Background: an optimization exercise with open tools, aiming at small area, a short achievable clock period and few clock cycles. Do not read the settings as production practice.
Function was checked by simulation only, so behaviour that the tests miss may differ from the original.
Power and IR drop assume default switching activity.

==> inputs of trial 48 <==
==> flow/design.v (excerpt) <==
module spindle (
    input  wire        clk,
    input  wire        rst,           
    input  wire        start,         
    output wire        ready,         
    output reg         done,          
    output wire [9:0]  imem_addr,     
    input  wire [27:0] imem_rdata,    
    output reg         mem_req,
    output reg         mem_we,
    output reg  [1:0]  mem_space,     
    output reg  [13:0] mem_addr,
    output reg  [2:0]  mem_wstrb,     
    output wire [31:0] mem_wdata,
    input  wire        mem_ack,
    input  wire [31:0] mem_rdata,
    output reg         aux_valid,
    output reg  [3:0]  aux_code,
    output wire [3:0]  pred,
    output wire        flag_v,
    output wire        flag_dz
);
Settings: LEC_CHECK=0, ABC_AREA=1, CAP_MARGIN=30, CORE_MARGIN=2, CORE_UTILIZATION=50, SLEW_MARGIN=25, TNS_END_PERCENT=30; clock period 20.0 ns.
standard.sh (not shown) runs the stock make flow with config.mk's settings and CLKGATE_MAP_FILE= SYNTH_SCRIPT=/design/flow/synth_recipe.tcl, a recipe that flattens the netlist after the stock synthesis.
==> flow/flow/run.sh <==
#!/bin/bash
set -euo pipefail
bash standard.sh SETUP_SLACK_MARGIN=14 \
  "BUFFER_PORTS_ARGS=-buffer_cell sky130_fd_sc_hd__buf_4" \
  finish 2>&1 | tee flow_make.log
==> trial 92 (differences from trial 48) <==
--- a/flow/design.v
+++ b/flow/design.v
@@ -266,17 +266,19 @@
     wire        r_fits = fits_s[s_rnd];
     wire        r_up   = up_s[s_rnd];
     wire [27:0] qmask;
     generate
         for (gi = 0; gi < 28; gi = gi + 1) begin : g_m
             assign qmask[gi] = (gi <= dk);
         end
     endgenerate
-    wire        d_stq = e_div && (st == 3'd4);    
+    wire        d_st2 = e_div && (st == 3'd2);
+    wire        d_st3 = e_div && (st == 3'd3);
+    wire        d_st4 = e_div && (st == 3'd4);
     wire [27:0] ax = (XA & {28{e_xs_a}}) | ({sr[26:0], qb_r} & {28{e_xs_d}});
     wire [27:0] ay = (YB  & {28{e_ys_b}}) |
                      ({{18{imm10[9]}}, imm10} & {28{e_ys_i}}) |
                      ((sq & qmask) & {28{e_ys_q}}) |
                      (sr & {28{e_ys_w}});
     wire inv_a = e_inva && XA[27];
     wire inv_b = e_invb && !YB[27];
     wire invx  = e_invx || inv_a;
@@ -378,20 +380,20 @@
             e_done = (st != 3'd0) || e_rpre;
             done_next = (st != 3'd0) || !s2;
         end else if (e_s2w) begin
             e_done = !s2;
         end else if (e_div) begin
             case (st)
                 3'd0:    e_done = !guard;
                 3'd1:    e_done = dspec;
-                3'd5:    e_done = 1'b1;
+                3'd4:    e_done = 1'b1;
                 default: e_done = 1'b0;
             endcase
-            done_next = (st == 3'd0) || (st == 3'd4);
+            done_next = (st == 3'd0) || (st == 3'd3);
         end
     end
     wire e_go     = run && ev && !memstall;          
     wire commit   = e_go && e_done;
     wire step     = e_go && !e_done;                 
     wire a_exec   = run && ev && guard;
     wire exec     = a_exec && e_done;
     wire e_accept = run && (!ev || commit);
@@ -451,18 +453,18 @@
         if (e_mul) we_d = (st != 3'd0);
         if (e_load) begin
             we_w = mem_req && (op == OP_LDL || op == OP_LDB || op == OP_IN);
             we_d = mem_req && (op == OP_LDLD || op == OP_LDBD || op == OP_IND);
         end
         if (e_div) begin
             case (st)
                 3'd1: begin rsel = R_DSP; we_d = dspec; end
-                3'd4: begin we_w = !e_divd; we_d = e_divd; widx = {fd[2:0], 1'b0}; end
-                3'd5: begin we_w = !e_divd; widx = {fd[2:0], 1'b1}; end
+                3'd3: begin we_w = !e_divd; we_d = e_divd; widx = {fd[2:0], 1'b0}; end
+                3'd4: begin we_w = !e_divd; widx = {fd[2:0], 1'b1}; end
                 default: ;
             endcase
         end
     end
     wire        r_sign  = e_rndc ? (rfit_r ? axi[27] : rsgn_r) : (e_sat14 ? sum[14] : axi[27]);
     wire        sat_on  = (e_sat14 && ovf14) || (e_sat28 && (ovf28 || (e_rndc && !rfit_r)));
     wire [27:0] satv    = e_sat14 ? {14'd0, r_sign ? 14'h2000 : 14'h1FFF}
                                   : (r_sign ? 28'h8000000 : 28'h7FFFFFF);
@@ -509,17 +511,17 @@
             OP_SALD: vset = sal28_ovf;
             OP_LDA:  vset = (st == 3'd0) && lda_ovf;
             OP_DIV, OP_DIVD: vset = (st == 3'd1) && dspec && !dbz && dovf;
             default: ;
         endcase
     end
     wire [27:0] wres  = init ? 28'd0 : res;
     wire [13:0] wodd  = (we_d || init) ? wres[27:14] : wres[13:0];
-    wire        f_en  = run && ev && guard && (e_done || d_stq);
+    wire        f_en  = run && ev && guard && (e_done || d_st3);
     wire        f_w   = f_en && we_w;
     wire        f_d   = f_en && we_d;
     wire        wr_w  = f_w && !memstall;
     wire        wr_d  = f_d && !memstall;
     integer i;
     always @(posedge clk) begin
         for (i = 0; i < 16; i = i + 1) begin
             if ((init && icnt == i[3:1]) ||
@@ -591,39 +593,33 @@
             e_frev2 <= c_frev2;
             e_fil   <= c_fil;
             e_fil2  <= c_fil2;
             e_fz14  <= c_fz14;
             e_foreg <= c_foreg;
             e_off   <= c_off;
             e_off2  <= c_off2;
         end else if (step) begin
-            if (st == 3'd0 && e_lda) begin
+            if (st == 3'd0 && (e_lda || e_div)) begin
                 e_frev  <= e_frev2;
                 e_fil   <= e_fil2;
                 e_foreg <= 1'b0;
-                e_off   <= e_off2;
-            end
-            if (st == 3'd1 && e_div) begin
-                e_frev  <= 1'b0;
-                e_fil   <= 1'b0;
-                e_foreg <= 1'b0;
-                e_off   <= dk + 5'd1;
+                e_off   <= e_div ? d_kc + 5'd1 : e_off2;
             end
             if (e_div) begin
                 case (st)
-                    3'd1: begin                       
+                    3'd0: begin                       
                         e_xs_a <= 1'b0; e_xs_d <= 1'b1; e_ys_b <= 1'b1;
                         e_inva <= 1'b0; e_invb <= 1'b1;
                     end
-                    3'd3: if (dcnt == 5'd0) begin     
+                    3'd2: if (dcnt == 5'd0) begin     
                         e_xs_d <= 1'b0; e_ys_b <= 1'b0; e_ys_q <= 1'b1;
                         e_invb <= 1'b0; e_invy <= dqneg; e_cin <= dqneg;
                     end
-                    3'd4: begin                       
+                    3'd3: begin                       
                         e_ys_q <= 1'b0; e_ys_w <= 1'b1;
                         e_invy <= daneg; e_cin <= daneg;
                     end
                     default: ;
                 endcase
             end
         end
         if (d_move) begin
@@ -696,19 +692,18 @@
                 end
             end
             if (step) begin
                 if (e_two || (e_rndc && !s2)) st <= 3'd1;
                 if (e_div) begin
                     case (st)
                         3'd0: st <= 3'd1;
                         3'd1: st <= 3'd2;
-                        3'd2: st <= 3'd3;
-                        3'd3: if (dcnt == 5'd0) st <= 3'd4;
-                        3'd4: st <= 3'd5;
+                        3'd2: if (dcnt == 5'd0) st <= 3'd3;
+                        3'd3: st <= 3'd4;
                         default: ;
                     endcase
                 end
             end
             if (mem_req && mem_ack) mem_req <= 1'b0;
             if (issue_d) mem_req <= 1'b1;
             p <= p_nx;
             if (exec && is_aux) aux_valid <= 1'b1;
@@ -764,24 +759,24 @@
                 if (op == OP_CLRA) acc <= 57'd0;
                 if (e_lda) begin
                     if (st == 3'd0) acc[27:0] <= f_out;
                     else if (lda_ovf) acc <= XA[27] ? {2'b11, 55'd0} : {2'b00, {55{1'b1}}};
                     else acc[56:28] <= {f_out[27], f_out};
                 end
                 if (e_divd && st == 3'd1 && dspec)
                     acc <= (dovf && !dbz) ? 57'd0 : {{29{XA[27]}}, XA};
-                if (e_divd && st == 3'd5)
+                if (e_divd && st == 3'd4)
                     acc <= {{29{sum[27]}}, sum};
             end
         end
     end
     always @(posedge clk) begin
-        if (a_exec && (e_mac || (e_mul && st == 3'd0) || (e_div && (st == 3'd0 || st == 3'd2 || st == 3'd3))))
-            sq <= !e_div ? prod[27:0] : ((st == 3'd0) ? sum : {sq[26:0], cout && st[0]});
+        if (a_exec && (e_mac || (e_mul && st == 3'd0) || (e_div && st <= 3'd2)))
+            sq <= !e_div ? prod[27:0] : ((st == 3'd0) ? sum : {sq[26:0], cout && st[1]});
         if (a_exec && e_div) qb_r <= sq[dk];
         if (a_exec && (e_mac || (e_mul && st == 3'd0))) begin
             s2_hi  <= m_hi;
             s2_sat <= !m_lo;
         end
         if (bg) begin
             sq     <= prod[27:0];
             s2_hi  <= 1'b1;
@@ -792,26 +787,26 @@
             rup_r  <= r_up;
             rfit_r <= r_fits;
             rsgn_r <= acc[55];
         end
         if (a_exec && e_div) begin
             case (st)
                 3'd0: begin
                     dk     <= d_kc;
+                    dcnt   <= d_kc;
                     dqneg  <= d_aneg ^ d_bneg;
                     daneg  <= d_aneg;
                     dspec  <= d_bz || d_ovf || d_early;
                     dbz    <= d_bz;
                     dovf   <= d_ovf;
                     dazero <= a_zero;
                 end
-                3'd1: dcnt <= dk;
-                3'd2: sr <= win;
-                3'd3: begin
+                3'd1: sr <= win;
+                3'd2: begin
                     sr   <= cout ? sum : ax;
                     dcnt <= dcnt - 5'd1;
                 end
                 default: ;
             endcase
         end
     end
 endmodule
==> flow/config.mk (replaced) <==
export PLATFORM = sky130hd
export DESIGN_NAME = spindle
export DESIGN_NICKNAME = spindle
export VERILOG_FILES = /design/flow/design.v
export SDC_FILE = /design/flow/constraint.sdc
export NUM_CORES = 8
export LEC_CHECK = 0
export ABC_AREA = 1
export CAP_MARGIN = 20
export CORE_MARGIN = 2
export CORE_UTILIZATION = 50
export SLEW_MARGIN = 20
export TNS_END_PERCENT = 30
==> summary.txt <==
Final layout
  • Clock-cell share of area: 0.0388

Place
  • Placed instance count: roughly 10000
  • HPWL after DPL: approximately 220 mm
  • DP Area: approximately 0.061 sq mm

Status
  • Status: timing/DRC/antenna clean

Power
  • Pwr dens: about 50 mW/mm^2

Synthesis
  • Mux cell area share after synthesis: 0.00279
  • Yosys top cell area share: 0.256

Worst hold path
  • HP Start: c_invx$_SDFF_PN0_

Setup path
  • CP peak stage delay: 800 ps
(the above is from trial 48)
==> summary.txt <==
Place
  • HPWL after DPL: about 230 mm
  • DP Area: between 0.05 and 0.06 sq mm

Setup path
  • CP peak stage delay: 500 ps

Final layout
  • Clock-cell share of area: 0.0399

Status
  • Status: timing/DRC/antenna clean

Power
  • Pwr dens: a little under 50 mW/mm^2
(the above is from trial 92)
Testbench counts of trial 48, summed over its fixed seeds: cycles 34,592.
Testbench counts of trial 92, summed over its fixed seeds: cycles 34,386.

-- port drivers added, routing unchanged --
No port has a modelled driver above. Below, the same layouts with a new extraction and two added sets of constraints. Step 1 (the two cells are an assumption about what drives the block):
set clk [get_ports {clk}]
set_driving_cell -lib_cell sky130_fd_sc_hd__clkbuf_16 $clk
set_driving_cell -lib_cell sky130_fd_sc_hd__buf_2 [delete_from_list [all_inputs] $clk]
Step 2 times the ports against the registers' clock, not the clock port: input delays grow and output delays shrink by t, the midpoint of the rising clock arrivals with the driver on. Slacks: ideal / step 1 / step 2; pairs: ideal / step 1.
run	t, ns	slack for setup (ns)	worst setup path after step 2
trial 48	0.799	13.961 / 13.961 / 13.264	input to register
trial 92	0.765	13.589 / 13.589 / 13.179	input to register
After both steps every run listed still meets setup and hold. For trial 48, which loses most, drivers alone change the setup slack by 0.000 ns; drivers and shift together by -0.697 ns.
